This design comes from an exercise in tuning for small area, a short achievable clock period and few clock cycles per item on the open sky130 flow, not from production work. In this exercise RTL edits were held to simulation tests only and were not proved equivalent to the original. Power and IR drop assume default switching activity.

$ cat flow/constraint.sdc
create_clock -name core_clock -period 11.0 [get_ports {clk}]
set_input_delay 2.2000 -clock core_clock [delete_from_list [all_inputs] [get_ports {clk}]]
set_output_delay 2.2000 -clock core_clock [all_outputs]
set_load 0.01 [all_outputs]
$ cat flow/flow/run.sh
#!/bin/bash
set -o pipefail
bash standard.sh SETUP_SLACK_MARGIN=7.6 finish > standard_flow.log 2>&1
$ cat flow/config.mk
export PLATFORM = sky130hd
export DESIGN_NAME = cmp_coder
export DESIGN_NICKNAME = cmp_coder
export VERILOG_FILES = /design/flow/design.v
export SDC_FILE = /design/flow/constraint.sdc
export NUM_CORES = 4
export LEC_CHECK = 0
export CAP_MARGIN = 20
export CORE_MARGIN = 2
export CORE_UTILIZATION = 55
export CTS_BUF_LIST = sky130_fd_sc_hd__clkbuf_16
export CTS_CLUSTER_DIAMETER = 100
export CTS_CLUSTER_SIZE = 25
export SLEW_MARGIN = 20
$ cat flow/standard.sh
#!/bin/bash
# synth_recipe.tcl (not shown) runs the flow's synth.tcl, then flattens the netlist and writes it again
# the make line also repeats each setting of config.mk as NAME=value (left out here)
make -C /OpenROAD-flow-scripts/flow DESIGN_CONFIG=/design/flow/config.mk WORK_HOME=/design/flow/orfs CLKGATE_MAP_FILE= SYNTH_SCRIPT=/design/flow/synth_recipe.tcl "${@:-finish}"
$ cat flow/design.v
module cmp_coder (
    input  wire        clk,
    input  wire        rst,
    input  wire        start,
    input  wire        cfg_cfa,
    input  wire [1:0]  cfg_depth,
    input  wire [14:0] cfg_height,
    output wire        busy,
    input  wire        in_valid,
    input  wire [15:0] in_data,
    output wire        in_ready,
    output wire        out_valid,
    output wire [31:0] out_data,
    input  wire        out_ready,
    output wire        blk_valid,
    output wire [18:0] blk_len,
    output wire [7:0]  blk_chk,
    output wire        blk_raw,
    output wire        blk_last
);
    integer i, j;
    reg        busy_r;        
    reg        idle_r;        
    reg        stall_r;       
    reg        rdy_r;         
    wire       adv = ~stall_r;
    wire       act = ~idle_r;
    reg        cfa;
    reg [1:0]  depth;
    reg [14:0] hm1;           
    wire [4:0]  bits = 5'd10 + {2'b00, depth, 1'b0};
    wire [15:0] mask = (depth == 2'd0) ? 16'h03FF :
                       (depth == 2'd1) ? 16'h0FFF :
                       (depth == 2'd2) ? 16'h3FFF : 16'hFFFF;
    wire [15:0] half = (depth == 2'd0) ? 16'h0200 :
                       (depth == 2'd1) ? 16'h0800 :
                       (depth == 2'd2) ? 16'h2000 : 16'h8000;
    always @(posedge clk) begin
        if (idle_r) begin
            cfa   <= cfg_cfa;
            depth <= cfg_depth;
            hm1   <= cfg_height - 15'd1;
        end
    end
    reg [15:0] in_r;
    reg        inv_r;
    assign in_ready = rdy_r;
    always @(posedge clk) begin
        if (adv)
            in_r <= in_data;
        if (rst)
            inv_r <= 1'b0;
        else if (adv)
            inv_r <= in_valid & (act | start);
    end
    reg [5:0]  x;
    reg [14:0] y;
    wire shift_in = inv_r & adv;
    always @(posedge clk) begin
        if (idle_r) begin
            x <= 6'd0;
            y <= 15'd0;
        end else if (shift_in) begin
            x <= x + 6'd1;
            if (x == 6'd63)
                y <= y + 15'd1;
        end
    end
    reg [15:0] hist [1:125];
    wire [15:0] pix = in_r & mask;
    always @(posedge clk) begin
        if (shift_in) begin
            hist[1] <= pix;
            for (i = 2; i <= 125; i = i + 1)
                hist[i] <= hist[i - 1];
        end
    end
    wire y_lt_s = cfa ? (y[14:1] == 14'd0) : (y == 15'd0);
    wire x_lt_s = cfa ? (x[5:1] == 5'd0) : (x == 6'd0);
    wire d_out  = cfa ? (x[5:1] == 5'd31) : (x == 6'd63);
    reg  [15:0] h_a, h_b, h_c, h_d, h_b1, h_d1;
    always @(posedge clk) begin
        if (shift_in) begin
            h_a  <= cfa ? hist[1]   : pix;
            h_d  <= cfa ? hist[125] : hist[62];
            h_b  <= cfa ? h_d1 : h_d;
            h_c  <= cfa ? h_b1 : h_b;
            h_d1 <= h_d;
            h_b1 <= h_b;
        end
    end
    wire [16:0] d_ab = {1'b0, h_a} - {1'b0, h_b};
    wire [16:0] d_ca = {1'b0, h_c} - {1'b0, h_a};
    wire [16:0] d_cb = {1'b0, h_c} - {1'b0, h_b};
    wire [16:0] d_db = {1'b0, h_d} - {1'b0, h_b};
    wire        ab_ge = ~d_ab[16];
    wire        ca_lt = d_ca[16];
    wire        cb_lt = d_cb[16];
    wire [15:0] abc   = h_a + h_b - h_c;
    reg  [15:0] med;
    always @(*) begin
        if (!ca_lt && !cb_lt)    med = ab_ge ? h_b : h_a;
        else if (ca_lt && cb_lt) med = ab_ge ? h_a : h_b;
        else                     med = abc;
    end
    wire [15:0] g_db = d_db[15:0] ^ {16{d_db[16]}};
    wire [15:0] g_bc = d_cb[15:0] ^ {16{cb_lt}};
    wire [15:0] g_ca = d_ca[15:0] ^ {16{ca_lt}};
    wire [15:0] pred = (y_lt_s && x_lt_s) ? half :
                       y_lt_s ? h_a :
                       x_lt_s ? h_b : med;
    wire last_x    = (x == 6'd63);
    wire last_line = (y == hm1);
    reg [15:0] pred2, raw2, gdb2, gbc2, gca2;
    reg [2:0]  gs2;
    reg [1:0]  ph2;
    reg        be2, fe2, v2;
    always @(posedge clk) begin
        if (adv) begin
            pred2 <= pred;
            raw2  <= pix;
            gdb2  <= (y_lt_s || d_out) ? 16'd0 : g_db;
            gbc2  <= (y_lt_s || x_lt_s) ? 16'd0 : g_bc;
            gca2  <= (y_lt_s || x_lt_s) ? 16'd0 : g_ca;
            gs2   <= {d_db[16] & ~(y_lt_s || d_out),
                      cb_lt & ~(y_lt_s || x_lt_s),
                      ca_lt & ~(y_lt_s || x_lt_s)};
            ph2   <= cfa ? {y[0], x[0]} : 2'b00;
            be2   <= last_x && ((y[4:0] == 5'd31) || last_line);
            fe2   <= last_x && last_line;
        end
        if (rst)
            v2 <= 1'b0;
        else if (adv)
            v2 <= inv_r;
    end
    wire [17:0] grad = {2'b00, gdb2} + {2'b00, gbc2} + {2'b00, gca2} +
                       {17'd0, gs2[2]} + {17'd0, gs2[1]} + {17'd0, gs2[0]};
    wire [15:0] diff = (raw2 - pred2) & mask;
    wire        neg  = |(diff & half);
    wire [16:0] m    = neg ? {~diff & mask, 1'b1} : {diff, 1'b0};
    reg [15:0] gr3;            
    reg [16:0] m3;
    reg [1:0]  ph3;
    reg        be3, fe3, v3;
    always @(posedge clk) begin
        if (adv) begin
            gr3  <= grad[17:2];
            m3   <= m;
            ph3  <= ph2;
            be3  <= be2;
            fe3  <= fe2;
        end
        if (rst)
            v3 <= 1'b0;
        else if (adv)
            v3 <= v2;
    end
    wire [15:0] grad_s = (depth == 2'd0) ? gr3 :
                         (depth == 2'd1) ? (gr3 >> 2) :
                         (depth == 2'd2) ? (gr3 >> 4) : (gr3 >> 6);
    wire [2:0] cls = (grad_s[15:6] != 10'd0) ? 3'd7 :
                     grad_s[5] ? 3'd6 :
                     grad_s[4] ? 3'd5 :
                     grad_s[3] ? 3'd4 :
                     grad_s[2] ? 3'd3 :
                     grad_s[1] ? 3'd2 :
                     grad_s[0] ? 3'd1 : 3'd0;
    reg [16:0] m4;
    reg [4:0]  ctx4;
    reg        be4, fe4, v4;
    always @(posedge clk) begin
        if (adv) begin
            m4   <= m3;
            ctx4 <= {ph3, cls};
            be4  <= be3;
            fe4  <= fe3;
        end
        if (rst)
            v4 <= 1'b0;
        else if (adv)
            v4 <= v3;
    end
    reg [22:0] ctx_a [0:31];
    reg [5:0]  ctx_n [0:31];
    reg [31:0] ctx_ok;        
    wire [22:0] a0 = (depth == 2'd0) ? 23'd16 :
                     (depth == 2'd1) ? 23'd64 :
                     (depth == 2'd2) ? 23'd256 : 23'd1024;
    reg [22:0] ar;
    reg [5:0]  nr;
    reg [16:0] mu;
    reg [4:0]  ctxu;
    reg        beu, feu, vu;
    wire [22:0] a_sum = ar + {6'd0, mu};
    wire        n_wrap = (nr == 6'd63);
    wire [22:0] a_upd = n_wrap ? (a_sum >> 1) : a_sum;
    wire [5:0]  n_upd = n_wrap ? 6'd32 : nr + 6'd1;
    wire fwd = vu && (ctxu == ctx4);
    always @(posedge clk) begin
        if (adv) begin
            if (fwd) begin
                ar <= a_upd;
                nr <= n_upd;
            end else if (ctx_ok[ctx4]) begin
                ar <= ctx_a[ctx4];
                nr <= ctx_n[ctx4];
            end else begin
                ar <= a0;
                nr <= 6'd1;
            end
            mu   <= m4;
            ctxu <= ctx4;
            beu  <= be4;
            feu  <= fe4;
        end
        if (rst)
            vu <= 1'b0;
        else if (adv)
            vu <= v4;
    end
    always @(posedge clk) begin
        if (vu && adv) begin
            ctx_a[ctxu] <= a_upd;
            ctx_n[ctxu] <= n_upd;
        end
        if (idle_r)
            ctx_ok <= 32'd0;
        else if (vu && adv)
            ctx_ok[ctxu] <= 1'b1;
    end
    reg [15:0] kt;
    always @(*) begin
        for (j = 0; j < 16; j = j + 1)
            kt[j] = (((ar >> (j + 6)) != 23'd0) ||
                     ({ar[j +: 6], ((ar & ((23'd1 << j) - 23'd1)) != 23'd0)} > {nr, 1'b0}))
                    && (j < bits);
    end
    reg [15:0] ktc;
    reg [16:0] mc;
    reg        bec, fec, vc;
    always @(posedge clk) begin
        if (adv) begin
            ktc <= kt;
            mc  <= mu;
            bec <= beu;
            fec <= feu;
        end
        if (rst)
            vc <= 1'b0;
        else if (adv)
            vc <= vu;
    end
    wire [16:0] kone = {ktc, 1'b1} & ~{1'b0, ktc};    
    wire [4:0]  kc   = {ktc[15],
                        ktc[7] & ~ktc[15],
                        (ktc[3] & ~ktc[7]) | (ktc[11] & ~ktc[15]),
                        (ktc[1] & ~ktc[3]) | (ktc[5] & ~ktc[7]) | (ktc[9] & ~ktc[11]) | (ktc[13] & ~ktc[15]),
                        (ktc[0] & ~ktc[1]) | (ktc[2] & ~ktc[3]) | (ktc[4] & ~ktc[5]) | (ktc[6] & ~ktc[7]) |
                        (ktc[8] & ~ktc[9]) | (ktc[10] & ~ktc[11]) | (ktc[12] & ~ktc[13]) | (ktc[14] & ~ktc[15])};
    reg  [4:0]  q5;
    reg         esc;
    always @(*) begin
        for (i = 0; i < 5; i = i + 1) begin
            q5[i] = 1'b0;
            for (j = 0; j + i < 17; j = j + 1)
                q5[i] = q5[i] | (kone[j] & mc[i + j]);
        end
        esc = 1'b0;
        for (i = 5; i < 17; i = i + 1)
            esc = esc | (mc[i] & ~ktc[i - 5]);
    end
    wire [16:0] cval = esc ? mc : ((mc & {1'b0, ktc}) | kone);
    wire [5:0]  clen = esc ? (6'd32 + {1'b0, bits}) : ({1'b0, q5} + {1'b0, kc} + 6'd1);
    reg [16:0] vp;
    reg [5:0]  lp;
    reg        bep, fep, vp_ok;
    always @(posedge clk) begin
        if (adv) begin
            vp  <= cval;
            lp  <= clen;
            bep <= bec;
            fep <= fec;
        end
        if (rst)
            vp_ok <= 1'b0;
        else if (adv)
            vp_ok <= vc;
    end
    reg [95:0]  acc;
    reg [6:0]   fill;
    reg         ov_r;         
    reg         cl;           
    reg [1:0]   cw;           
    reg [10:0]  raww;         
    reg         clast;        
    reg [11:0]  wcnt;
    reg [7:0]   crc;
    reg         bv_r, braw_r, blast_r;
    reg [11:0]  blen_r;
    reg [7:0]   bchk_r;
    wire        place = vp_ok & adv;
    wire [6:0]  e_end = fill + {1'b0, lp};
    wire [6:0]  e_rnd = bep ? ({e_end[6:5] + {1'b0, (e_end[4:0] != 5'd0)}, 5'd0}) : e_end;
    wire [63:0] tsh   = {15'd0, vp, 32'd0} >> e_end[4:0];
    wire [1:0]  ew    = e_end[6:5];
    reg  [95:0] acc_or;
    always @(*) begin
        acc_or = acc;
        if (place) begin
            case (ew)
            2'd0: acc_or[95:64] = acc[95:64] | tsh[31:0];
            2'd1: begin
                acc_or[95:64] = acc[95:64] | tsh[63:32];
                acc_or[63:32] = acc[63:32] | tsh[31:0];
            end
            2'd2: begin
                acc_or[63:32] = acc[63:32] | tsh[63:32];
                acc_or[31:0]  = acc[31:0]  | tsh[31:0];
            end
            default: acc_or[31:0] = acc[31:0] | tsh[63:32];
            endcase
        end
    end
    wire [6:0]  fill_add = place ? e_rnd : fill;
    wire        pop      = ov_r & out_ready;
    wire        lastpop  = pop & cl & (cw == 2'd1);
    wire [6:0]  fill_nx  = pop ? fill_add - 7'd32 : fill_add;
    wire        place_be = place & bep;
    wire        cl_nx    = place_be | (cl & ~lastpop);
    reg [7:0] crc_w;
    always @(*) begin
        crc_w = crc;
        for (j = 31; j >= 0; j = j - 1)
            crc_w = {crc_w[6:0], 1'b0} ^ ((crc_w[7] ^ acc[64 + j]) ? 8'h07 : 8'h00);
    end
    reg  [10:0] raw_full, raw_last;
    reg  [5:0]  lines_last;
    always @(posedge clk) begin
        lines_last <= {1'b0, hm1[4:0]} + 6'd1;
        raw_full   <= {bits, 6'd0};
        raw_last   <= {1'b0, lines_last, 4'd0} + {3'd0, lines_last, 2'd0} +
                      (depth[0] ? {3'd0, lines_last, 2'd0} : 11'd0) +
                      (depth[1] ? {2'd0, lines_last, 3'd0} : 11'd0);
    end
    wire [10:0] raw_nx = fep ? raw_last : raw_full;
    wire        nbe = adv ? (bec & vc) : (bep & vp_ok);
    always @(posedge clk) begin
        if (idle_r)
            acc <= 96'd0;
        else
            acc <= pop ? {acc_or[63:0], 32'd0} : acc_or;
        if (place_be) begin
            raww  <= raw_nx;
            clast <= fep;
        end
        blen_r <= wcnt + 12'd1;
        bchk_r <= crc_w;
        braw_r <= ({1'b0, wcnt} + 13'd1) >= {2'b00, raww};
        blast_r <= clast;
        if (rst) begin
            busy_r  <= 1'b0;
            idle_r  <= 1'b1;
            stall_r <= 1'b0;
            rdy_r   <= 1'b1;
            fill    <= 7'd0;
            ov_r    <= 1'b0;
            cl      <= 1'b0;
            cw      <= 2'd0;
            wcnt    <= 12'd0;
            crc     <= 8'd0;
            bv_r    <= 1'b0;
        end else begin
            if (idle_r) begin
                busy_r <= start;
                idle_r <= ~start;
            end else if (bv_r && blast_r) begin
                busy_r <= 1'b0;
                idle_r <= 1'b1;
            end
            fill    <= fill_nx;
            ov_r    <= (fill_nx >= 7'd32) && !lastpop;
            bv_r    <= lastpop;
            cl      <= cl_nx;
            if (place_be)
                cw <= e_rnd[6:5] - {1'b0, pop};
            else if (pop)
                cw <= cw - 2'd1;
            if (lastpop) begin
                wcnt <= 12'd0;
                crc  <= 8'd0;
            end else if (pop) begin
                wcnt <= wcnt + 12'd1;
                crc  <= crc_w;
            end
            stall_r <= (fill_nx > 7'd48) || (cl_nx && nbe);
            rdy_r   <= !((fill_nx > 7'd48) || (cl_nx && nbe));
        end
    end
    assign busy      = busy_r;
    assign out_valid = ov_r;
    assign out_data  = acc[95:64];
    assign blk_valid = bv_r;
    assign blk_len   = {7'd0, blen_r};
    assign blk_chk   = bchk_r;
    assign blk_raw   = braw_r;
    assign blk_last  = blast_r;
endmodule
==> Flow_metrics.wiki, run 1 <==
{| class="wikitable"
! Metric !! Value
|-
| Result of the run || finished clean
|-
| Top-level port count || approximately 100
|-
| Buffer cell driving the clock tree root || sky130_fd_sc_hd__clkbuf_16
|-
| Length in cells of the worst reg-to-reg path || 16
|-
| Unique cell type count in the Yosys netlist || 85
|-
| Worst vdd ir || 0.0001592 V
|-
| Final instance area || 0.1466 mm²
|-
| Final Hold Fails || 0
|-
| Post-detailed-routing wire length || 269,500 µm
|-
| Horizontal die dimension || 496.0 µm
|-
| Sink Count || about 3,600
|-
| HPWL Detailed || 147,600 µm
|-
| Max Cap Viol || 0
|-
| Number of endpoints failing setup at the final stage || 0
|-
| Routed len/inst || 25.22 µm
|-
| Depth of the CTS H-tree || 4
|-
| R2R Path Start || gs2[0]
|-
| Post-layout power || 27.56 mW
|-
| Req. time, crit path || around 12 ns
|-
| Overall fraction of global-route tracks in use || 21.44%
|-
| Startpoint kind of the worst setup timing path || register
|-
| # hold bufs at CTS || 0
|-
| Rows || 180
|-
| Area used by multi-input combinational logic || 0.02802 mm²
|-
| Worst clock skew || 0.06397 ns
|-
| Fraction of met1 tracks used by global routing || 34.89%
|-
| Worst-path cell chain || fa_1 > inv_2 > fa_2 > inv_2 > ha_4 > and3b_1 > o21a_2 > o2111ai_2 > a21boi_2 > o211ai_1 > buf_4 > a21oi_4 > o31a_1 > o21a_1 > nor3_2 > nor2_1
|-
| Power Density || 188.0 mW/mm²
|-
| Setup repair after global routing missed its margin || true
|-
| Portion of the post-synthesis area used by sequential elements || approximately 79%
|-
| Fraction of synthesis flops using an asynchronous set or reset pin || 0%
|-
| 1st-iter DRT viols || 6,728
|-
| Number of optimization iterations in the first detailed-route pass || 6
|-
| TritonCTS clock tree || yes
|-
| Met3 GRT Util || 3.243%
|-
| F_max || approximately 280 MHz
|-
| Critical Path End Type || register
|-
| CTS Buf Count || ~170
|-
| Peak-usage layer in the global routing report || met1
|-
| Critical Path Slowest Stage Cell || sky130_fd_sc_hd__fa_1
|-
| Routability congestion estimate || 0.8426
|-
| Antenna viol nets, final || 0
|-
| FF+latch area || 0.1047 mm²
|-
| Synthesized instance count || 7,081
|-
| Vias after detailed routing || roughly 63,000
|-
| Die Outline Area || 0.2460 mm²
|-
| Count of placed standard cells including taps || 10,247
|-
| Hold Crit Class || register to register
|-
| Post-Synthesis Cell Area || 0.1331 mm²
|-
| Placed standard-cell area || approximately 0.14 mm²
|-
| Delay contributed by the slowest stage of the critical path || about 0.56 ns
|-
| Core footprint || 0.2405 mm²
|-
| #FFs+latches synth || between 3,000 and 4,000
|-
| CP dominant cell by count || sky130_fd_sc_hd__inv_2
|-
| Pin count of the biggest net entering global routing || 204
|-
| Setup TNS || 0 ns
|-
| Slew Viols, Final || 0
|-
| Number of fill cells || between 15,000 and 20,000
|-
| Hold Path Sink || blast_r
|-
| Remaining DRCs || 0
|-
| Setup slack of the worst register-to-register path || approximately 7.4 ns
|-
| Via density || 5.874
|-
| Vias in the first global route || 59,931
|-
| Number of nets in the final layout || approximately 8,000
|-
| Leftover overflow at the end of global routing || 0
|-
| Reg-to-reg endpoint || gr3[13]
|-
| Number of input and output port buffers inserted || 96
|-
| Hold Startpoint || clast
|-
| Leak pwr || roughly 50 nW
|-
| Number of antenna violations at the first check in global routing || 22
|-
| Share of the clock period used by the worst path after layout || 32.96%
|-
| Worst Max-Slew Pin Slew || 1.142 ns
|-
| Mean Syn Cell Area || 18.80 µm²
|-
| Number of warnings issued by yosys || 2
|-
| Post-CTS clock slew at the launch and capture registers of the worst setup and hold paths || 0.10 ns
|-
| Bufs on Longest Clock Path || 3
|-
| Top_reg_cell synth || sky130_fd_sc_hd__edfxtp_1
|-
| Kind of critical path || register to register
|-
| Global-route wire length before repair || 392,600 µm
|-
| Fin crit period || 3.626 ns
|-
| Global-route track usage on met2 || 30.92%
|-
| Maximum fanout along the worst path || 3
|-
| Area growth from synthesis to layout || 10.17%
|-
| Hold slack final || approximately 0.35 ns
|-
| EDFF count, synth || 3,329
|-
| Starting density of the core || 55.34%
|-
| Clk Latency, worst-skew pair || roughly 0.85 ns
|-
| Slew headroom || 23.87%
|-
| Fraction of layout instances using a drive strength above 1 || between 10% and 20%
|-
| Count of placed standard cells in the final layout, fillers left out || 10,685
|-
| Number of cells traversed by the worst hold path || 0
|-
| Arrival time worst endpoint || 4.21 ns
|-
| Overall die height || between 400 and 500 µm
|}
==> state kept, by name, summed over array words and instances, names as in the netlist, 17 cells and up <==
name and count:
ctx_n 192, mu 17, ctx_a 736, mc 17
ctx_ok 32, vp 17, ar 23, hist 2000
m3 17, m4 17, acc 96
==> cell families (layout without fill, tap and decap cells) <==
logic type	after synthesis	after routing	synth area share, %
muxes	467	471	6.414
xor gates and xnor gates	324	324	2.294
other	1	13	0.002817
and+or+nand+nor	1122	1125	3.780
DFF	3562	3562	78.60
buffers and inverters	465	862	1.458
AOI/OAI and AO/OA	799	802	3.967
adders and majority gates	341	341	3.482
==> placed cells by master (no fill, tap or decap), drive strengths merged, types with 37 or more instances in the layout <==
master	netlist	routed
clkdlybuf4s50	0	37
dfxtp	233	233
edfxtp	3329	3329
mux2	68	71
o21ai	172	172
xnor2	207	207
nor2	503	503
buf	99	381
inv	219	247
nand3	43	43
mux4	302	302
nor2b	55	56
a21oi	203	203
ha	292	292
nor3	96	97
xor2	112	112
a21o	66	66
fa	49	49
a211oi	61	61
clkbuf	146	177
nand2	241	242
mux2i	97	98
==> what timing repair did <==
item                                    in CTS  in global routing
endpoints found under the setup margin    1322                916
resized for setup                          525                179
setup buffers                              113                 82
pin swaps                                   57                 95
cloned                                       9                 15
==> layout make-up <==
class / instances / share of cell area (%)
Antenna cell: 6 / 0.01024
Clock buffer: 168 / 2.867
Clock inverter: 43 / 0.3157
Inverter: 220 / 0.5768
Multi-Input combinational cell: 3070 / 19.11
Sequential cell: 3562 / 71.43
Tap cell: 3185 / 2.717
Timing Repair Buffer: 431 / 2.975
==> how the worst max path moves through the flow <==
stage	start	endpoint	cells past startpoint
global route	gs2[0]	gr3[13]	16
floorplan	stall_r	y[13]	9
global placement	out_ready	cw[1]	9
finish	gs2[0]	gr3[13]	16
CTS	acc[75]	out_data[11]	1
detailed placement	out_ready	cw[1]	9
==> critical path, delay by kind of cell, from the launching register on <==
| family | cells | cell delay, ns |
|---|---|---|
| AO/OA/AOI/OAI | 7 | 1.25 |
| flip-flops | 1 | 0.40 |
| adder cells (fa/ha/maj) | 3 | 1.09 |
| buffers and inverters | 3 | 0.26 |
| AND/OR/NAND/NOR | 3 | 0.36 |
==> synthesized netlist by cell type, types with 30 or more instances <==
| cell | n | share of area [%] |
|---|---|---|
| sky130_fd_sc_hd__nor3_1 | 96 | 0.36 |
| sky130_fd_sc_hd__xor2_1 | 107 | 0.70 |
| sky130_fd_sc_hd__o21a_1 | 32 | 0.18 |
| sky130_fd_sc_hd__buf_4 | 41 | 0.23 |
| sky130_fd_sc_hd__inv_1 | 218 | 0.61 |
| sky130_fd_sc_hd__mux4_2 | 302 | 5.1 |
| sky130_fd_sc_hd__a21o_1 | 66 | 0.37 |
| sky130_fd_sc_hd__nand4_1 | 32 | 0.15 |
| sky130_fd_sc_hd__nand3_1 | 43 | 0.16 |
| sky130_fd_sc_hd__edfxtp_1 | 3329 | 75 |
| sky130_fd_sc_hd__nand2_1 | 241 | 0.68 |
| sky130_fd_sc_hd__mux2_2 | 68 | 0.58 |
| sky130_fd_sc_hd__a211oi_1 | 61 | 0.34 |
| sky130_fd_sc_hd__nor2_1 | 503 | 1.4 |
| sky130_fd_sc_hd__nor2b_1 | 55 | 0.26 |
| sky130_fd_sc_hd__mux2i_1 | 97 | 0.73 |
| sky130_fd_sc_hd__buf_1 | 30 | 0.085 |
| sky130_fd_sc_hd__xnor2_1 | 194 | 1.3 |
| sky130_fd_sc_hd__o21ai_0 | 169 | 0.64 |
| sky130_fd_sc_hd__dfxtp_1 | 233 | 3.5 |
| sky130_fd_sc_hd__a221oi_1 | 32 | 0.21 |
| sky130_fd_sc_hd__clkbuf_1 | 146 | 0.41 |
| sky130_fd_sc_hd__fa_1 | 49 | 0.74 |
| sky130_fd_sc_hd__a21oi_1 | 203 | 0.76 |
| sky130_fd_sc_hd__ha_1 | 292 | 2.7 |
==> where the power goes <==
| group | switching (mW) | total, mW | internal, mW |
|---|---|---|---|
| clock | 4.01 | 6.83 | 2.82 |
| sequential | 0.392 | 16.4 | 16.0 |
| combinational | 2.65 | 4.36 | 1.71 |
==> metrics by stage <==
stage,setup slack (ns),util [%]
2_1_floorplan,4.080,-
3_3_place_gp,6.016,57.49
3_5_place_dp,6.090,57.49
4_1_cts,7.347,60.22
5_1_grt,7.207,60.96
6_report,7.374,60.97
==> layer usage <==
metal / vias up / share of wire (%)
met5: - / 0.049
met4: 20 / 2.2
met3: 362 / 6.7
met2: 1781 / 44
met1: 32584 / 47
li1: 28015 / -
Testbench counts, summed over its fixed seeds: cycles 80,840, pixels 80,512.
==> run 2: changes to the inputs <==
==> flow/flow/run.sh (replaced) <==
#!/bin/bash
set -o pipefail
bash standard.sh SETUP_SLACK_MARGIN=7.45 finish > standard_flow.log 2>&1
==> run 2 against run 1 <==
Effect of this change:
- maximum frequency about the same
- utilization decreased by 0.56 points
- clock power about the same
- via count decreased by 0.78%
- setup slack improved by 0.0030 ns
- die area unchanged
- non-clock buffer count shrank 68
- design area is 0.91% lower
- clock-buffer cell count did not move
- clock skew rose by 0.0014 ns
- total power fell by 0.66%
- largest cell class unchanged
- largest power group unchanged
- highest routed layer unchanged
==> Flow_metrics.wiki, run 2 <==
{| class="wikitable"
! Metric !! Value
|-
| Result of the run || finished clean (unchanged)
|-
| HPWL Detailed || 147,600 µm (unchanged)
|-
| Worst Max-Slew Pin Slew || 1.140 ns (was 1.142 ns)
|-
| Antenna viol nets, final || 0 (unchanged)
|-
| Sink Count || 3,562 (unchanged)
|-
| Top-area cell type share of the netlist area || 75.10% (unchanged)
|-
| Worst vdd ir || 0.0001591 V (was 0.0001592 V)
|-
| Number of input and output port buffers inserted || 96 (unchanged)
|-
| Number of optimization iterations in the first detailed-route pass || 6 (unchanged)
|-
| Most frequent cells in the layout || 3,329 x sky130_fd_sc_hd__edfxtp_1, 464 x sky130_fd_sc_hd__nor2_1, 302 x sky130_fd_sc_hd__mux4_2 (was 3,329 x sky130_fd_sc_hd__edfxtp_1, 460 x sky130_fd_sc_hd__nor2_1, 302 x sky130_fd_sc_hd__mux4_2)
|-
| Top-level port count || 104 (unchanged)
|-
| Leak pwr || 48.75 nW (was 49.34 nW)
|-
| Top_reg_cell synth || sky130_fd_sc_hd__edfxtp_1 (unchanged)
|-
| CTS Buf Count || 166 (unchanged)
|-
| Post-detailed-routing wire length || 265,600 µm (was 269,500 µm)
|-
| Number of endpoints failing setup at the final stage || 0 (unchanged)
|-
| Leftover overflow at the end of global routing || 0 (unchanged)
|-
| Kind of critical path || register to register (unchanged)
|-
| Via density || 5.868 (was 5.874)
|-
| Global-route wire length before repair || 390,800 µm (was 392,600 µm)
|-
| Cell types occupying the most area after synthesis || sky130_fd_sc_hd__edfxtp_1 75%, sky130_fd_sc_hd__mux4_2 5.1%, sky130_fd_sc_hd__dfxtp_1 3.5% (unchanged)
|-
| Critical Path End Type || register (unchanged)
|-
| Most common cell in the synthesized netlist || sky130_fd_sc_hd__edfxtp_1 (unchanged)
|-
| Req. time, crit path || 11.58 ns (about the same)
|-
| Overall die height || 496.0 µm (unchanged)
|-
| Number of nets in the final layout || 7,759 (was 7,831)
|-
| Routability congestion estimate || 0.8426 (unchanged)
|-
| Area growth from synthesis to layout || 9.160% (was 10.17%)
|-
| Vias after detailed routing || 62,270 (was 62,762)
|-
| Setup repair after global routing missed its margin || true (unchanged)
|-
| Vias in the first global route || 59,694 (was 59,931)
|-
| Arrival time worst endpoint || 4.20 ns (was 4.21 ns)
|-
| #FFs+latches synth || 3,562 (unchanged)
|-
| Leading area contributor after synthesis || sky130_fd_sc_hd__edfxtp_1 (unchanged)
|-
| Depth of the CTS H-tree || 4 (unchanged)
|-
| Core footprint || 0.2405 mm² (unchanged)
|-
| Rows || 180 (unchanged)
|-
| 1st-iter DRT viols || 6,793 (was 6,728)
|-
| Overall fraction of global-route tracks in use || 21.35% (was 21.44%)
|-
| Final Hold Fails || 0 (unchanged)
|-
| Unique cell type count in the Yosys netlist || 85 (unchanged)
|-
| Largest registers || hist x2000, ctx_a x736, ctx_n x192 (unchanged)
|-
| Most common cell after layout, fill and taps aside || sky130_fd_sc_hd__edfxtp_1 (unchanged)
|-
| Fin crit period || 3.623 ns (was 3.626 ns)
|-
| Fraction of synthesis flops using an asynchronous set or reset pin || 0% (unchanged)
|-
| Portion of the post-synthesis area used by sequential elements || 78.60% (unchanged)
|-
| Clk Latency, worst-skew pair || 0.85 ns (about the same)
|-
| Fraction of layout instances using a drive strength above 1 || 15.62% (was 17.20%)
|-
| Worst setup timing slack at the placement stage || 6.090 ns (unchanged)
|-
| Max Cap Viol || 0 (unchanged)
|-
| Die Outline Area || 0.2460 mm² (unchanged)
|-
| Slew Viols, Final || 0 (unchanged)
|-
| Number of antenna violations at the first check in global routing || 22 (unchanged)
|-
| Buffer cell driving the clock tree root || sky130_fd_sc_hd__clkbuf_16 (unchanged)
|-
| Hold Crit Class || register to register (unchanged)
|-
| Final worst-path setup slack || 7.377 ns (was 7.374 ns)
|-
| Post-CTS clock slew at the launch and capture registers of the worst setup and hold paths || 0.10 ns (about the same)
|-
| Starting density of the core || 55.34% (unchanged)
|-
| Number of warnings issued by yosys || 2 (unchanged)
|-
| Pin count of the biggest net entering global routing || 204 (unchanged)
|-
| Slew headroom || 23.98% (was 23.87%)
|-
| Post-Synthesis Cell Area || 0.1331 mm² (unchanged)
|-
| Horizontal die dimension || 496.0 µm (unchanged)
|-
| Setup TNS || 0 ns (unchanged)
|-
| Share of the clock period used by the worst path after layout || 32.93% (was 32.96%)
|-
| Routed len/inst || 25.03 µm (was 25.22 µm)
|-
| Bufs on Longest Clock Path || 3 (unchanged)
|-
| TritonCTS clock tree || yes (unchanged)
|-
| Max FFs per register || 2,000 (unchanged)
|-
| Maximum fanout along the worst path || 3 (unchanged)
|-
| EDFF count, synth || 3,329 (unchanged)
|-
| Worst clock skew || 0.06536 ns (was 0.06397 ns)
|-
| Startpoint kind of the worst setup timing path || register (unchanged)
|-
| Reg with most FFs || hist (unchanged)
|-
| # hold bufs at CTS || 0 (unchanged)
|-
| F_max || 276.0 MHz (was 275.8 MHz)
|-
| Remaining DRCs || 0 (unchanged)
|-
| Synthesized instance count || 7,081 (unchanged)
|-
| Power Density || 188.4 mW/mm² (was 188.0 mW/mm²)
|-
| Most instantiated cells after synthesis || 3,329 x sky130_fd_sc_hd__edfxtp_1, 503 x sky130_fd_sc_hd__nor2_1, 302 x sky130_fd_sc_hd__mux4_2, 292 x sky130_fd_sc_hd__ha_1, 241 x sky130_fd_sc_hd__nand2_1 (unchanged)
|-
| Mean Syn Cell Area || 18.80 µm² (unchanged)
|}
[run 2: area by class of cell]
cell class / instances / area [µm²]
fill: 17372 / 95230
clock buffer: 168 / 4204
sequential: 3562 / 104700
inverter: 220 / 835.8
timing repair buffer: 363 / 3470
tap: 3185 / 3985
clock inverter: 43 / 462.9
antenna: 5 / 12.51
multi-input combinational: 3066 / 27590
[run 2: path summary, 6_finish.rpt]
path / from / endpoint / slack, ns / depth (start not counted)
worst max register to register: gs2[0] / gr3[13] / 7.38 / 16
worst max-delay path: gs2[0] / gr3[13] / 7.38 / 16
worst min register to register: clast / blast_r / 0.35 / 0
worst min-delay path: clast / blast_r / 0.35 / 0
[run 2: logic make-up after synthesis]
logic type	Yosys count	synth area share [%]
AO/OA/AOI/OAI	799	3.967
XOR/XNOR	324	2.294
adder cells (fa/ha/maj)	341	3.482
buffers and inverters	465	1.458
flip-flops	3562	78.60
multiplexers	467	6.414
other	1	0.002817
AND/OR/NAND/NOR	1122	3.780
[run 2: report_power, final]
group	switching (mW)	internal [mW]
Clock	4.01	2.82
Sequential	0.398	16.0
Combinational	2.56	1.61
Total	6.97	20.4
[run 2: worst max-delay path, stage by stage (launching register included)]
cell and delay [ns]:
sky130_fd_sc_hd__edfxtp_1 0.41, sky130_fd_sc_hd__fa_1 0.56, sky130_fd_sc_hd__inv_2 0.04, sky130_fd_sc_hd__fa_2 0.35, sky130_fd_sc_hd__inv_2 0.07, sky130_fd_sc_hd__ha_4 0.18
sky130_fd_sc_hd__and3b_1 0.18, sky130_fd_sc_hd__o21a_2 0.24, sky130_fd_sc_hd__o2111ai_2 0.20, sky130_fd_sc_hd__a21boi_2 0.08, sky130_fd_sc_hd__o211ai_1 0.18, sky130_fd_sc_hd__buf_4 0.15
sky130_fd_sc_hd__a21oi_4 0.07, sky130_fd_sc_hd__o31a_1 0.28, sky130_fd_sc_hd__o21a_1 0.20, sky130_fd_sc_hd__nor3_2 0.11, sky130_fd_sc_hd__nor2_1 0.06
[run 2: per-stage QoR]
step,cells,hold WS (ns),instance area (µm²),power (mW),utilization [%]
finish,10612,0.3514,145300,27.38,60.41
global route,10608,0.3769,145300,28.52,60.41
CTS,10545,0.3560,144200,27.53,59.96
detailed placement,10247,0.3328,138300,20.65,57.49
global placement,10247,0.3323,138300,20.59,57.49
floorplan,7087,0.3233,133200,19.39,-
[run 2: what timing repair did]
| item | 4_1_cts | 5_1_grt |
|---|---|---|
| setup buffers | 81 | 56 |
| endpoints found under the setup margin | 1153 | 687 |
| cloned | 6 | 4 |
| gates resized for setup | 450 | 131 |
| pin swaps | 27 | 41 |
[run 2: layer usage]
metal	vias to the layer above	share of wire [%]	global-route usage [%]
met3	340	6.6	3.280
met5	-	0.032	0
li1	27839	-	-
met4	14	2.1	4.585
met1	32247	47	34.75
met2	1830	44	30.74
==> run 3: changes to the inputs <==
--- a/flow/config.mk
+++ b/flow/config.mk
@@ -12,3 +12,4 @@
 export CTS_CLUSTER_DIAMETER = 100
 export CTS_CLUSTER_SIZE = 25
 export SLEW_MARGIN = 20
+export TNS_END_PERCENT = 20
==> run 3 against run 2 <==
Effect of this change:
- still clean on timing, DRC and antenna
- sequential power hardly changed
- clock power hardly changed
- register-to-register slack worse by 0.04 ns
- clock-buffer cell count stayed put
==> Flow_metrics.wiki, run 3 <==
{| class="wikitable"
! Metric !! Value
|-
| Result of the run || finished clean (unchanged)
|-
| Remaining DRCs || 0 (unchanged)
|-
| Post-detailed-routing wire length || 265,000 µm (was 265,600 µm)
|-
| Leftover overflow at the end of global routing || 0 (unchanged)
|-
| Worst path bufs/invs || 1 (was 3)
|-
| Clk Latency, worst-skew pair || 0.85 ns (about the same)
|-
| Max FFs per register || 2,000 (unchanged)
|-
| Worst Max-Slew Pin Slew || 1.094 ns (was 1.140 ns)
|-
| Sink Count || 3,562 (unchanged)
|-
| Vias in the first global route || 59,624 (was 59,694)
|-
| Portion of the post-synthesis area used by sequential elements || 78.60% (unchanged)
|-
| Core footprint || 0.2405 mm² (unchanged)
|-
| Number of antenna violations at the first check in global routing || 21 (was 22)
|-
| Power Density || 188.4 mW/mm² (about the same)
|-
| Routability congestion estimate || 0.8426 (unchanged)
|-
| Synthesized instance count || 7,081 (unchanged)
|-
| Global-route wire length before repair || 390,300 µm (was 390,800 µm)
|-
| Final Hold Fails || 0 (unchanged)
|-
| Die Outline Area || 0.2460 mm² (unchanged)
|-
| Most instantiated cells after synthesis || 3,329 x sky130_fd_sc_hd__edfxtp_1, 503 x sky130_fd_sc_hd__nor2_1, 302 x sky130_fd_sc_hd__mux4_2, 292 x sky130_fd_sc_hd__ha_1, 241 x sky130_fd_sc_hd__nand2_1 (unchanged)
|-
| Area growth from synthesis to layout || 9.035% (was 9.160%)
|-
| HPWL Detailed || 147,600 µm (unchanged)
|-
| # hold bufs at CTS || 0 (unchanged)
|-
| Fin crit period || 3.671 ns (was 3.623 ns)
|-
| Met3 GRT Util || 3.322% (was 3.280%)
|-
| Setup TNS || 0 ns (unchanged)
|-
| Cell class contributing the biggest share of worst-path delay || flip-flops (was compound AO/OA/AOI/OAI gates)
|-
| Horizontal die dimension || 496.0 µm (unchanged)
|-
| Worst clock skew || 0.06442 ns (was 0.06536 ns)
|-
| Most common cell in the synthesized netlist || sky130_fd_sc_hd__edfxtp_1 (unchanged)
|-
| Worst setup timing slack at the placement stage || 6.090 ns (unchanged)
|-
| Kind of critical path || register to primary output (was register to register)
|-
| Setup repair after global routing missed its margin || true (unchanged)
|-
| Worst-path cell chain || dlygate4sd2_1 (was fa_1 > inv_2 > fa_2 > inv_2 > ha_4 > and3b_1 > o21a_2 > o2111ai_2 > a21boi_2 > o211ai_1 > buf_4 > a21oi_4 > o31a_1 > o21a_1 > nor3_2 > nor2_1)
|-
| Mean Syn Cell Area || 18.80 µm² (unchanged)
|-
| Req. time, crit path || 8.80 ns (was 11.58 ns)
|-
| Area used by multi-input combinational logic || 0.02753 mm² (was 0.02759 mm²)
|-
| Crit. Startpoint || acc[72] (was gs2[0])
|-
| Arrival time worst endpoint || 1.47 ns (was 4.20 ns)
|-
| Placed standard-cell area || 0.1383 mm² (unchanged)
|-
| Via density || 5.867 (was 5.868)
|-
| Global-route track usage on met2 || 30.63% (was 30.74%)
|-
| Routed len/inst || 25.00 µm (was 25.03 µm)
|-
| Number of optimization iterations in the first detailed-route pass || 6 (unchanged)
|-
| Overall fraction of global-route tracks in use || 21.32% (was 21.35%)
|-
| Top-level port count || 104 (unchanged)
|-
| Fraction of synthesis flops using an asynchronous set or reset pin || 0% (unchanged)
|-
| Count of placed standard cells including taps || 10,247 (unchanged)
|-
| Cell types occupying the most area after synthesis || sky130_fd_sc_hd__edfxtp_1 75%, sky130_fd_sc_hd__mux4_2 5.1%, sky130_fd_sc_hd__dfxtp_1 3.5% (unchanged)
|-
| Number of endpoints failing setup at the final stage || 0 (unchanged)
|-
| R2R Path Start || lp[0] (was gs2[0])
|-
| Most frequent cells in the layout || 3,329 x sky130_fd_sc_hd__edfxtp_1, 464 x sky130_fd_sc_hd__nor2_1, 302 x sky130_fd_sc_hd__mux4_2 (unchanged)
|-
| Top-area cell type share of the netlist area || 75.10% (unchanged)
|-
| Leak pwr || 48.71 nW (was 48.75 nW)
|-
| Count of placed standard cells in the final layout, fillers left out || 10,599 (was 10,612)
|-
| Critical Path End Type || primary output (was register)
|-
| Reg with most FFs || hist (unchanged)
|-
| Maximum fanout along the worst path || 3 (unchanged)
|-
| Starting density of the core || 55.34% (unchanged)
|-
| Peak-usage layer in the global routing report || met1 (unchanged)
|-
| Hold Startpoint || clast (unchanged)
|-
| Rows || 180 (unchanged)
|-
| Hold Crit Class || register to register (unchanged)
|-
| Number of nets in the final layout || 7,746 (was 7,759)
|-
| CTS Buf Count || 166 (unchanged)
|-
| Top_reg_cell synth || sky130_fd_sc_hd__edfxtp_1 (unchanged)
|-
| Final worst-path setup slack || 7.329 ns (was 7.377 ns)
|-
| Number of warnings issued by yosys || 2 (unchanged)
|-
| 1st-iter DRT viols || 6,604 (was 6,793)
|-
| Worst vdd ir || 0.0001592 V (was 0.0001591 V)
|-
| Leading area contributor after synthesis || sky130_fd_sc_hd__edfxtp_1 (unchanged)
|-
| Post-layout power || 27.35 mW (was 27.38 mW)
|-
| Post-Synthesis Cell Area || 0.1331 mm² (unchanged)
|-
| Buffer cell driving the clock tree root || sky130_fd_sc_hd__clkbuf_16 (unchanged)
|-
| Slew headroom || 27.07% (was 23.98%)
|-
| Overall die height || 496.0 µm (unchanged)
|-
| TritonCTS clock tree || yes (unchanged)
|-
| Max Cap Viol || 0 (unchanged)
|-
| Share of the clock period used by the worst path after layout || 33.37% (was 32.93%)
|-
| Post-CTS clock slew at the launch and capture registers of the worst setup and hold paths || 0.10 ns (about the same)
|-
| Pin count of the biggest net entering global routing || 204 (unchanged)
|-
| Slew Viols, Final || 0 (unchanged)
|-
| Largest registers || hist x2000, ctx_a x736, ctx_n x192 (unchanged)
|-
| Vias after detailed routing || 62,184 (was 62,270)
|-
| Final instance area || 0.1451 mm² (was 0.1453 mm²)
|-
| Most common cell after layout, fill and taps aside || sky130_fd_sc_hd__edfxtp_1 (unchanged)
|-
| #FFs+latches synth || 3,562 (unchanged)
|-
| Antenna viol nets, final || 0 (unchanged)
|-
| Delay contributed by the slowest stage of the critical path || 0.36 ns (was 0.56 ns)
|-
| Number of fill cells || 17,406 (was 17,372)
|-
| Critical Path Slowest Stage Cell || sky130_fd_sc_hd__dfxtp_2 (was sky130_fd_sc_hd__fa_1)
|-
| Bufs on Longest Clock Path || 3 (unchanged)
|-
| FF+latch area || 0.1047 mm² (about the same)
|-
| EDFF count, synth || 3,329 (unchanged)
|-
| Fraction of layout instances using a drive strength above 1 || 15.04% (was 15.62%)
|-
| Startpoint kind of the worst setup timing path || register (unchanged)
|-
| Number of input and output port buffers inserted || 96 (unchanged)
|-
| F_max || 272.4 MHz (was 276.0 MHz)
|-
| Fraction of met1 tracks used by global routing || 34.66% (was 34.75%)
|-
| Unique cell type count in the Yosys netlist || 85 (unchanged)
|-
| Depth of the CTS H-tree || 4 (unchanged)
|}
## run 3: worst paths after layout
check	to	slack [ns]	cells after the start
setup reg to reg	acc[35]	7.34	16
setup / recovery	out_data[8]	7.33	1
hold / removal	blast_r	0.35	0
hold reg to reg	blast_r	0.35	0
## run 3: final cells by class
type                    instances  area share, %
diodes                          5       0.008621
clock buffers                 168          2.897
clock inverters                43         0.3190
inverters                     220         0.5741
multi-input cells            3065          18.97
flip-flops and latches       3562          72.16
well taps                    3185          2.746
repair buffers                351          2.327
## run 3: what timing repair did
| action | 4_1_cts | 5_1_grt |
|---|---|---|
| pin swaps | 12 | 53 |
| setup endpoints to repair | 1153 | 810 |
| cloned | 5 | 7 |
| setup buffers | 64 | 58 |
| resized for setup | 306 | 162 |
## run 3: power breakdown
group	internal [mW]	total, mW	switching (mW)	leakage, nW
Clock	2.82	6.83	4.01	2.34
Combinational	1.59	4.14	2.55	13.2
Sequential	16.0	16.4	0.396	33.2
## run 3: cells by family after synthesis
| family | after synthesis | share of synthesized area [%] |
|---|---|---|
| other | 1 | 0.002817 |
| DFF | 3562 | 78.60 |
| buffers and inverters | 465 | 1.458 |
| adders and majority gates | 341 | 3.482 |
| xor gates and xnor gates | 324 | 2.294 |
| AOI/OAI and AO/OA | 799 | 3.967 |
| muxes | 467 | 6.414 |
| and+or+nand+nor | 1122 | 3.780 |
## run 3: stage by stage
stage | hold WS, ns | util, %
6_report | 0.3535 | 60.34
5_1_grt | 0.3770 | 60.34
3_3_place_gp | 0.3323 | 57.49
3_5_place_dp | 0.3328 | 57.49
2_1_floorplan | 0.3233 | -
4_1_cts | 0.3561 | 59.85
## run 3: per-layer routing
| layer | vias to the layer above | routed length, µm |
|---|---|---|
| met5 | - | 86 |
| met4 | 14 | 5793 |
| met3 | 344 | 17050 |
| met2 | 1730 | 116300 |
| met1 | 32270 | 125700 |
| li1 | 27826 | - |
==> run 4: changes to the inputs <==
--- a/flow/config.mk
+++ b/flow/config.mk
@@ -7,9 +7,8 @@
 export LEC_CHECK = 0
 export CAP_MARGIN = 20
 export CORE_MARGIN = 2
-export CORE_UTILIZATION = 55
+export CORE_UTILIZATION = 65
 export CTS_BUF_LIST = sky130_fd_sc_hd__clkbuf_16
 export CTS_CLUSTER_DIAMETER = 100
 export CTS_CLUSTER_SIZE = 25
 export SLEW_MARGIN = 20
-export TNS_END_PERCENT = 20
==> run 4 against run 3 <==
Effect of this change:
- largest power group unchanged
- still clean
- sequential cell count unchanged
- critical path type is now register to register
- clock-buffer cell count down 4
- first-iteration DRC count up 5.8%
==> Flow_metrics.wiki, run 4 <==
{| class="wikitable"
! Metric !! Value
|-
| Sink Count || 3,562 (unchanged)
|-
| EDFF count, synth || 3,329 (unchanged)
|-
| Placed standard-cell area || 0.1377 mm² (was 0.1383 mm²)
|-
| Crit. Startpoint || gs2[0] (was acc[72])
|-
| Number of input and output port buffers inserted || 96 (unchanged)
|-
| Most frequent cells in the layout || 3,329 x sky130_fd_sc_hd__edfxtp_1, 464 x sky130_fd_sc_hd__nor2_1, 302 x sky130_fd_sc_hd__mux4_2 (unchanged)
|-
| Depth of the CTS H-tree || 4 (unchanged)
|-
| Setup repair after global routing missed its margin || true (unchanged)
|-
| TritonCTS clock tree || yes (unchanged)
|-
| Delay contributed by the slowest stage of the critical path || 0.54 ns (was 0.36 ns)
|-
| Clk Latency, worst-skew pair || 0.87 ns (was 0.85 ns)
|-
| Clock group share of total power || 24.4% (was 25.0%)
|-
| Capture point of the worst path || gr3[13] (was out_data[8])
|-
| Horizontal die dimension || 456.5 µm (was 496.0 µm)
|-
| Post-Synthesis Cell Area || 0.1331 mm² (unchanged)
|-
| CTS Buf Count || 162 (was 166)
|-
| Largest registers || hist x2000, ctx_a x736, ctx_n x192 (unchanged)
|-
| Number of nets in the final layout || 7,732 (was 7,746)
|-
| Fin crit period || 3.586 ns (was 3.671 ns)
|-
| Hold slack final || 0.3516 ns (was 0.3535 ns)
|-
| Worst setup timing slack at the placement stage || 5.819 ns (was 6.090 ns)
|-
| Slew Viols, Final || 0 (unchanged)
|-
| Share of the clock period used by the worst path after layout || 32.60% (was 33.37%)
|-
| Slew headroom || 26.54% (was 27.07%)
|-
| Global-route wire length before repair || 385,300 µm (was 390,300 µm)
|-
| Maximum fanout along the worst path || 3 (unchanged)
|-
| Final worst-path setup slack || 7.414 ns (was 7.329 ns)
|-
| Setup TNS || 0 ns (unchanged)
|-
| Worst-path cell chain || fa_1 > inv_1 > fa_2 > inv_2 > ha_4 > and3b_1 > o21a_1 > o2111ai_2 > a21boi_2 > o211ai_1 > a21oi_2 > o31a_1 > o21a_1 > nor3_2 > nor2_1 (was dlygate4sd2_1)
|-
| Startpoint kind of the worst setup timing path || register (unchanged)
|-
| Crit path depth || 15 (was 1)
|-
| Top-area cell type share of the netlist area || 75.10% (unchanged)
|-
| F_max || 278.8 MHz (was 272.4 MHz)
|-
| Vias in the first global route || 60,420 (was 59,624)
|-
| Unique cell type count in the Yosys netlist || 85 (unchanged)
|-
| Overall die height || 456.5 µm (was 496.0 µm)
|-
| Bufs on Longest Clock Path || 3 (unchanged)
|-
| Length in cells of the worst reg-to-reg path || 15 (was 16)
|-
| Number of endpoints failing setup at the final stage || 0 (unchanged)
|-
| Post-CTS clock slew at the launch and capture registers of the worst setup and hold paths || 0.10 ns (about the same)
|-
| Number of optimization iterations in the first detailed-route pass || 6 (unchanged)
|-
| Switching portion of total power || 25.11% (was 25.43%)
|-
| Fraction of synthesis flops using an asynchronous set or reset pin || 0% (unchanged)
|-
| Req. time, crit path || 11.62 ns (was 8.80 ns)
|-
| Worst Max-Slew Pin Slew || 1.102 ns (was 1.094 ns)
|-
| Hold Crit Class || register to register (unchanged)
|-
| Arrival time worst endpoint || 4.20 ns (was 1.47 ns)
|-
| Rows || 166 (was 180)
|-
| Leading area contributor after synthesis || sky130_fd_sc_hd__edfxtp_1 (unchanged)
|-
| Top_reg_cell synth || sky130_fd_sc_hd__edfxtp_1 (unchanged)
|-
| Most common cell after layout, fill and taps aside || sky130_fd_sc_hd__edfxtp_1 (unchanged)
|-
| Starting density of the core || 65.20% (was 55.34%)
|-
| Psw || 6.812 mW (was 6.954 mW)
|-
| Mean Syn Cell Area || 18.80 µm² (unchanged)
|-
| Die Outline Area || 0.2084 mm² (was 0.2460 mm²)
|-
| Top-level port count || 104 (unchanged)
|-
| # hold bufs at CTS || 0 (unchanged)
|-
| Worst clock skew || 0.04343 ns (was 0.06442 ns)
|-
| Area growth from synthesis to layout || 8.459% (was 9.035%)
|-
| #FFs+latches synth || 3,562 (unchanged)
|-
| Fraction of layout instances using a drive strength above 1 || 14.93% (was 15.04%)
|-
| Result of the run || finished clean (unchanged)
|-
| Leak pwr || 48.63 nW (was 48.71 nW)
|-
| Final Hold Fails || 0 (unchanged)
|-
| Overall fraction of global-route tracks in use || 25.02% (was 21.32%)
|-
| Post-detailed-routing wire length || 263,000 µm (was 265,000 µm)
|-
| Pin count of the biggest net entering global routing || 192 (was 204)
|-
| Power Density || 187.9 mW/mm² (was 188.4 mW/mm²)
|-
| Max Cap Viol || 0 (unchanged)
|-
| Internal Pwr Total || 20.31 mW (was 20.39 mW)
|-
| 1st-iter DRT viols || 6,986 (was 6,604)
|-
| Worst path bufs/invs || 2 (was 1)
|-
| Remaining DRCs || 0 (unchanged)
|-
| Portion of the post-synthesis area used by sequential elements || 78.60% (unchanged)
|-
| Worst vdd ir || 0.0002335 V (was 0.0001592 V)
|-
| Setup slack of the worst register-to-register path || 7.41 ns (was 7.34 ns)
|-
| Most instantiated cells after synthesis || 3,329 x sky130_fd_sc_hd__edfxtp_1, 503 x sky130_fd_sc_hd__nor2_1, 302 x sky130_fd_sc_hd__mux4_2, 292 x sky130_fd_sc_hd__ha_1, 241 x sky130_fd_sc_hd__nand2_1 (unchanged)
|-
| Routed len/inst || 26.08 µm (was 25.00 µm)
|-
| Cell types occupying the most area after synthesis || sky130_fd_sc_hd__edfxtp_1 75%, sky130_fd_sc_hd__mux4_2 5.1%, sky130_fd_sc_hd__dfxtp_1 3.5% (unchanged)
|-
| Post-layout power || 27.12 mW (was 27.35 mW)
|-
| Critical Path Slowest Stage Cell || sky130_fd_sc_hd__fa_1 (was sky130_fd_sc_hd__dfxtp_2)
|-
| Kind of critical path || register to register (was register to primary output)
|-
| Reg with most FFs || hist (unchanged)
|-
| Vias after detailed routing || 62,562 (was 62,184)
|-
| Critical Path End Type || register (was primary output)
|-
| Number of warnings issued by yosys || 2 (unchanged)
|-
| Share of total power in combinational logic || 15.2% (was 15.1%)
|-
| R2R Path Start || gs2[0] (was lp[0])
|-
| Power share of the sequential group || 60.4% (was 59.9%)
|-
| CP dominant cell by count || sky130_fd_sc_hd__o21a_1
|-
| Routability congestion estimate || 0.8653 (was 0.8426)
|-
| Synthesized instance count || 7,081 (unchanged)
|-
| Via density || 6.204 (was 5.867)
|-
| Antenna viol nets, final || 0 (unchanged)
|-
| FF+latch area || 0.1048 mm² (was 0.1047 mm²)
|-
| Number of fill cells || 12,566 (was 17,406)
|-
| Number of antenna violations at the first check in global routing || 26 (was 21)
|-
| Most common cell in the synthesized netlist || sky130_fd_sc_hd__edfxtp_1 (unchanged)
|-
| Reg-to-reg endpoint || gr3[13] (was acc[35])
|-
| Area used by multi-input combinational logic || 0.02748 mm² (was 0.02753 mm²)
|-
| Core footprint || 0.2042 mm² (was 0.2405 mm²)
|-
| Max FFs per register || 2,000 (unchanged)
|-
| Cell class contributing the biggest share of worst-path delay || compound AO/OA/AOI/OAI gates (was flip-flops)
|-
| Leftover overflow at the end of global routing || 0 (unchanged)
|-
| HPWL Detailed || 151,200 µm (was 147,600 µm)
|-
| Buffer cell driving the clock tree root || sky130_fd_sc_hd__clkbuf_16 (unchanged)
|-
| Final instance area || 0.1444 mm² (was 0.1451 mm²)
|}
[run 4: cell types whose count changed in the layout (fill, tap and decap cells not counted), sizes merged, moves of 2 or more]
cell	previous run	this run
clkbuf	171	169
bufbuf	1	3
dlygate4sd2	25	0
diode	5	3
inv	249	247
buf	284	296
[run 4: power by group through the flow]
stage	registers (mW)	logic (mW)	clock network (mW)
4_1_cts	16.4	4.03	6.82
2_1_floorplan	16.6	2.80	0
3_3_place_gp	16.7	3.85	0
6_report	16.4	4.13	6.62
5_1_grt	16.4	4.48	7.22
3_5_place_dp	16.7	3.92	0
[run 4: per-stage QoR]
step	cells	utilization, %
floorplan	7087	-
global placement	9742	67.45
detailed placement	9742	67.46
CTS	10025	70.25
global route	10082	70.71
finish	10084	70.71
[run 4: cells by family after synthesis]
| kind of cell | Yosys count | share of synthesized area, % |
|---|---|---|
| DFF | 3562 | 78.60 |
| and+or+nand+nor | 1122 | 3.780 |
| AOI/OAI and AO/OA | 799 | 3.967 |
| muxes | 467 | 6.414 |
| buffers and inverters | 465 | 1.458 |
| adders and majority gates | 341 | 3.482 |
| xor gates and xnor gates | 324 | 2.294 |
| other | 1 | 0.002817 |
[run 4: worst min path at each step]
stage           from       to  depth (start not counted)
3_3_place_gp   clast  blast_r                          0
6_report       clast  blast_r                          0
2_1_floorplan  clast  blast_r                          0
3_5_place_dp   clast  blast_r                          0
4_1_cts        clast  blast_r                          0
5_1_grt        clast  blast_r                          0
[run 4: metal layers]
| layer | GRT usage (%) | wire [µm] | vias to the layer above |
|---|---|---|---|
| met2 | 37.23 | 119000 | 2324 |
| met5 | 0 | 45 | - |
| li1 | - | - | 27763 |
| met4 | 6.614 | 6841 | 8 |
| met1 | 39.53 | 117100 | 32058 |
| met3 | 3.805 | 20020 | 409 |
[run 4: what timing repair did]
action | in CTS | in global routing
pin swaps | 24 | 39
setup buffers | 71 | 50
gates cloned | 7 | 6
hold endpoints to repair | 0 | 0
resized for setup | 449 | 106
endpoints found under the setup margin | 1317 | 1071
[run 4: cell type report]
cell class | count | share of cell area, %
Antenna cell | 3 | 0.005200
Inverter | 220 | 0.5876
Multi-Input combinational cell | 3064 | 19.03
Tap cell | 2688 | 2.330
Clock inverter | 41 | 0.2817
Timing Repair Buffer | 342 | 2.364
Sequential cell | 3562 | 72.56
Clock buffer | 164 | 2.843
[run 4: worst register-to-register path: cells and delay by family (launching register included)]
kind | cells | cell delay (ns)
buffers and inverters | 2 | 0.13
adder cells (fa/ha/maj) | 3 | 1.06
AO/OA/AOI/OAI | 7 | 1.43
flip-flops | 1 | 0.41
AND/OR/NAND/NOR | 3 | 0.33
==> run 5: changes to the inputs <==
--- a/flow/design.v
+++ b/flow/design.v
@@ -288,6 +288,7 @@
             vp_ok <= vc;
     end
     reg [95:0]  acc;
+    reg [31:0]  out_r;        
     reg [6:0]   fill;
     reg         ov_r;         
     reg         cl;           
@@ -350,6 +351,7 @@
             acc <= 96'd0;
         else
             acc <= pop ? {acc_or[63:0], 32'd0} : acc_or;
+        out_r <= pop ? acc_or[63:32] : acc_or[95:64];
         if (place_be) begin
             raww  <= raw_nx;
             clast <= fep;
@@ -399,7 +401,7 @@
     end
     assign busy      = busy_r;
     assign out_valid = ov_r;
-    assign out_data  = acc[95:64];
+    assign out_data  = out_r;
     assign blk_valid = bv_r;
     assign blk_len   = {7'd0, blen_r};
     assign blk_chk   = bchk_r;
==> run 5 against run 4 <==
Effect of this change:
- still clean on timing, DRC and antenna
- design area grew 0.18%
- cell count shrank 0.22%
- sequential cell count grew 32
- sequential share of layout area grew 0.27 points
- via count shrank 1.0%
- clock skew grew 0.012 ns
- setup slack lost 0.12 ns
- register-to-register slack lost 0.12 ns
- total power grew 0.27%
- combinational power shrank 5%
- highest routed layer unchanged
==> Flow_metrics.wiki, run 5 <==
{| class="wikitable"
! Metric !! Value
|-
| Vias in the first global route || 59,121 (was 60,420)
|-
| Leftover overflow at the end of global routing || 0 (unchanged)
|-
| Share of total power in combinational logic || 14.5% (was 15.2%)
|-
| EDFF count, synth || 3,329 (unchanged)
|-
| Kind of critical path || register to register (unchanged)
|-
| Pin count of the biggest net entering global routing || 224 (was 192)
|-
| Portion of the post-synthesis area used by sequential elements || 78.90% (was 78.60%)
|-
| # hold bufs at CTS || 0 (unchanged)
|-
| Remaining DRCs || 0 (unchanged)
|-
| Top-area cell type share of the netlist area || 74.92% (was 75.10%)
|-
| Post-layout power || 27.20 mW (was 27.12 mW)
|-
| Hold Crit Class || register to register (unchanged)
|-
| Most common cell after layout, fill and taps aside || sky130_fd_sc_hd__edfxtp_1 (unchanged)
|-
| Routability congestion estimate || 0.8542 (was 0.8653)
|-
| Post-Synthesis Cell Area || 0.1334 mm² (was 0.1331 mm²)
|-
| Maximum fanout along the worst path || 3 (unchanged)
|-
| Share of the clock period used by the worst path after layout || 33.73% (was 32.60%)
|-
| Number of fill cells || 12,525 (was 12,566)
|-
| Mean Syn Cell Area || 18.87 µm² (was 18.80 µm²)
|-
| Via density || 6.154 (was 6.204)
|-
| Antenna viol nets, final || 0 (unchanged)
|-
| Peak-usage layer in the global routing report || met1 (unchanged)
|-
| Setup TNS || 0 ns (unchanged)
|-
| Worst clock skew || 0.05538 ns (was 0.04343 ns)
|-
| Critical Path End Type || register (unchanged)
|-
| Internal Pwr Total || 20.44 mW (was 20.31 mW)
|-
| CTS Buf Count || 164 (was 162)
|-
| Core footprint || 0.2044 mm² (was 0.2042 mm²)
|-
| Power share of the sequential group || 60.8% (was 60.4%)
|-
| Number of warnings issued by yosys || 2 (unchanged)
|-
| Routed len/inst || 25.43 µm (was 26.08 µm)
|-
| Global-route wire length before repair || 376,000 µm (was 385,300 µm)
|-
| Fraction of layout instances using a drive strength above 1 || 14.67% (was 14.93%)
|-
| HPWL Detailed || 146,200 µm (was 151,200 µm)
|-
| Count of placed standard cells including taps || 9,762 (was 9,742)
|-
| Slew headroom || 24.60% (was 26.54%)
|-
| Worst Max-Slew Pin Slew || 1.131 ns (was 1.102 ns)
|-
| Fraction of met1 tracks used by global routing || 38.85% (was 39.53%)
|-
| Length in cells of the worst reg-to-reg path || 15 (unchanged)
|-
| Clk Latency, worst-skew pair || 0.88 ns (was 0.87 ns)
|-
| Overall die height || 457.1 µm (was 456.5 µm)
|-
| Post-CTS clock slew at the launch and capture registers of the worst setup and hold paths || 0.10 ns (about the same)
|-
| Vias after detailed routing || 61,921 (was 62,562)
|-
| Fin crit period || 3.710 ns (was 3.586 ns)
|-
| Final worst-path setup slack || 7.290 ns (was 7.414 ns)
|-
| Rows || 166 (unchanged)
|-
| Starting density of the core || 65.29% (was 65.20%)
|-
| Unique cell type count in the Yosys netlist || 92 (was 85)
|-
| TritonCTS clock tree || yes (unchanged)
|-
| Number of antenna violations at the first check in global routing || 12 (was 26)
|-
| Worst vdd ir || 0.0002099 V (was 0.0002335 V)
|-
| Overall fraction of global-route tracks in use || 24.26% (was 25.02%)
|-
| Leak pwr || 48.23 nW (was 48.63 nW)
|-
| Max FFs per register || 2,000 (unchanged)
|-
| Global-route track usage on met2 || 36.59% (was 37.23%)
|-
| Final Hold Fails || 0 (unchanged)
|-
| Max Cap Viol || 0 (unchanged)
|-
| Buffer cell driving the clock tree root || sky130_fd_sc_hd__clkbuf_16 (unchanged)
|-
| Power Density || 188.0 mW/mm² (was 187.9 mW/mm²)
|-
| Number of optimization iterations in the first detailed-route pass || 5 (was 6)
|-
| Number of nets in the final layout || 7,714 (was 7,732)
|-
| Most common cell in the synthesized netlist || sky130_fd_sc_hd__edfxtp_1 (unchanged)
|-
| Number of input and output port buffers inserted || 96 (unchanged)
|-
| Top-level port count || 104 (unchanged)
|-
| Synthesized instance count || 7,072 (was 7,081)
|-
| Req. time, crit path || 11.63 ns (was 11.62 ns)
|-
| Die Outline Area || 0.2089 mm² (was 0.2084 mm²)
|-
| Top_reg_cell synth || sky130_fd_sc_hd__edfxtp_1 (unchanged)
|-
| Result of the run || finished clean (unchanged)
|-
| Switching portion of total power || 24.83% (was 25.11%)
|-
| Psw || 6.753 mW (was 6.812 mW)
|}
[run 5: changes by cell type after synthesis, moves of 12 or more]
cell	delta
sky130_fd_sc_hd__nor2_1	-50
sky130_fd_sc_hd__nor2b_1	+38
sky130_fd_sc_hd__nand2_1	+33
sky130_fd_sc_hd__buf_4	-32
sky130_fd_sc_hd__dfxtp_1	+32
sky130_fd_sc_hd__a21oi_1	+28
sky130_fd_sc_hd__mux2i_1	-24
sky130_fd_sc_hd__o21ai_0	-24
sky130_fd_sc_hd__a211oi_1	-21
sky130_fd_sc_hd__inv_1	-19
sky130_fd_sc_hd__nor3_1	-19
sky130_fd_sc_hd__o22ai_1	+14
sky130_fd_sc_hd__nand3_1	+13
sky130_fd_sc_hd__o21bai_1	-12
[run 5: what timing repair did]
item,4_1_cts,5_1_grt
gates cloned,3,6
pin swaps,31,48
setup buffers,37,47
gates resized for setup,401,137
setup endpoints to repair,837,776
[run 5: cells by family after synthesis]
| logic type | share of synthesized area (%) |
|---|---|
| fa+ha+maj | 3.473 |
| simple gates | 3.957 |
| xor+xnor | 2.278 |
| compound gates | 3.884 |
| other cells | 0.002811 |
| mux | 6.278 |
| flops | 78.90 |
| buf+inv | 1.229 |
[run 5: path summary, 6_finish.rpt]
path / slack, ns / end
max: 7.29 / gr3[14]
min: 0.35 / blast_r
max reg2reg: 7.29 / gr3[14]
min reg2reg: 0.35 / blast_r
[run 5: layer usage]
metal  vias to the layer above  part of all wire [%]
met4                         2                   2.1
met2                      1876                    46
li1                      27720                     -
met3                       311                   6.2
met1                     32012                    45
met5                         -                0.0051
[run 5: cell type report]
cell class                 instances  area (µm²)  share of cell area [%]
sequential                      3594      105300                   72.83
multi-input combinational       3075       27570                   19.06
clock buffer                     166        4154                   2.872
tap                             2688        3363                   2.325
timing repair buffer             300        2965                   2.050
inverter                         199       763.2                  0.5277
clock inverter                    35       474.2                  0.3279
antenna                            5       12.51                0.008651
[run 5: power groups by stage]
stage	Sequential (mW)	Clock, mW	Combinational (mW)
2_1_floorplan	16.7	0	2.76
3_3_place_gp	16.8	0	3.68
3_5_place_dp	16.8	0	3.76
4_1_cts	16.5	6.94	3.84
5_1_grt	16.6	7.36	4.31
6_report	16.5	6.73	3.94
[run 5: worst max-delay path, cell delays in order (launching register included)]
cell and delay [ns]:
sky130_fd_sc_hd__edfxtp_1 0.42, sky130_fd_sc_hd__fa_1 0.56, sky130_fd_sc_hd__inv_2 0.04, sky130_fd_sc_hd__fa_2 0.33
sky130_fd_sc_hd__inv_2 0.05, sky130_fd_sc_hd__ha_1 0.21, sky130_fd_sc_hd__and3b_2 0.21, sky130_fd_sc_hd__o21ai_2 0.13
sky130_fd_sc_hd__nand2b_1 0.12, sky130_fd_sc_hd__o41ai_4 0.30, sky130_fd_sc_hd__o2111ai_2 0.19, sky130_fd_sc_hd__and4_4 0.20
sky130_fd_sc_hd__o31a_1 0.28, sky130_fd_sc_hd__o21a_1 0.21, sky130_fd_sc_hd__nor2_1 0.13, sky130_fd_sc_hd__xnor2_1 0.07
[run 5: through the flow]
| step | utilization [%] | hold WS (ns) | area [µm²] |
|---|---|---|---|
| global placement | 67.61 | 0.3277 | 138200 |
| global route | 70.76 | 0.3775 | 144600 |
| CTS | 70.24 | 0.3541 | 143600 |
| detailed placement | 67.62 | 0.3310 | 138200 |
| floorplan | - | 0.3233 | 133600 |
| finish | 70.77 | 0.3503 | 144600 |
Testbench counts of run 5, summed over its fixed seeds: cycles 80,840, pixels 80,512.

## re-timing with driven ports
Ports are ideal in the flow. The routed layouts listed here were re-timed in OpenROAD.
Step 1 (the two cells are an assumption about what drives the block):
set clk [get_ports {clk}]
set_driving_cell -lib_cell sky130_fd_sc_hd__clkbuf_16 $clk
set_driving_cell -lib_cell sky130_fd_sc_hd__buf_2 [delete_from_list [all_inputs] $clk]
Step 2 adds t to the input delays and takes it off the output delays; t is the mean of the earliest and latest rising clock arrival at the registers after step 1. Input paths then give back, and output paths get back, about the clock's delay inside the block.
a / b / c = ideal ports / drivers / drivers and shift; a / b = the first two.
run | shift t [ns] | setup WS [ns] | cell pins on the clock port's net
run 1 | 0.916 | 7.374 / 7.334 / 6.816 | 1
run 2 | 0.914 | 7.377 / 7.333 / 6.708 | 1
run 3 | 0.915 | 7.329 / 7.232 / 6.690 | 1
run 4 | 0.936 | 7.414 / 7.336 / 6.729 | 1
run 5 | 0.938 | 7.290 / 7.290 / 6.716 | 1
After both steps setup and hold are still met in every run listed. For run 4, which loses most, drivers alone change the setup slack by -0.078 ns; drivers and shift together by -0.685 ns.
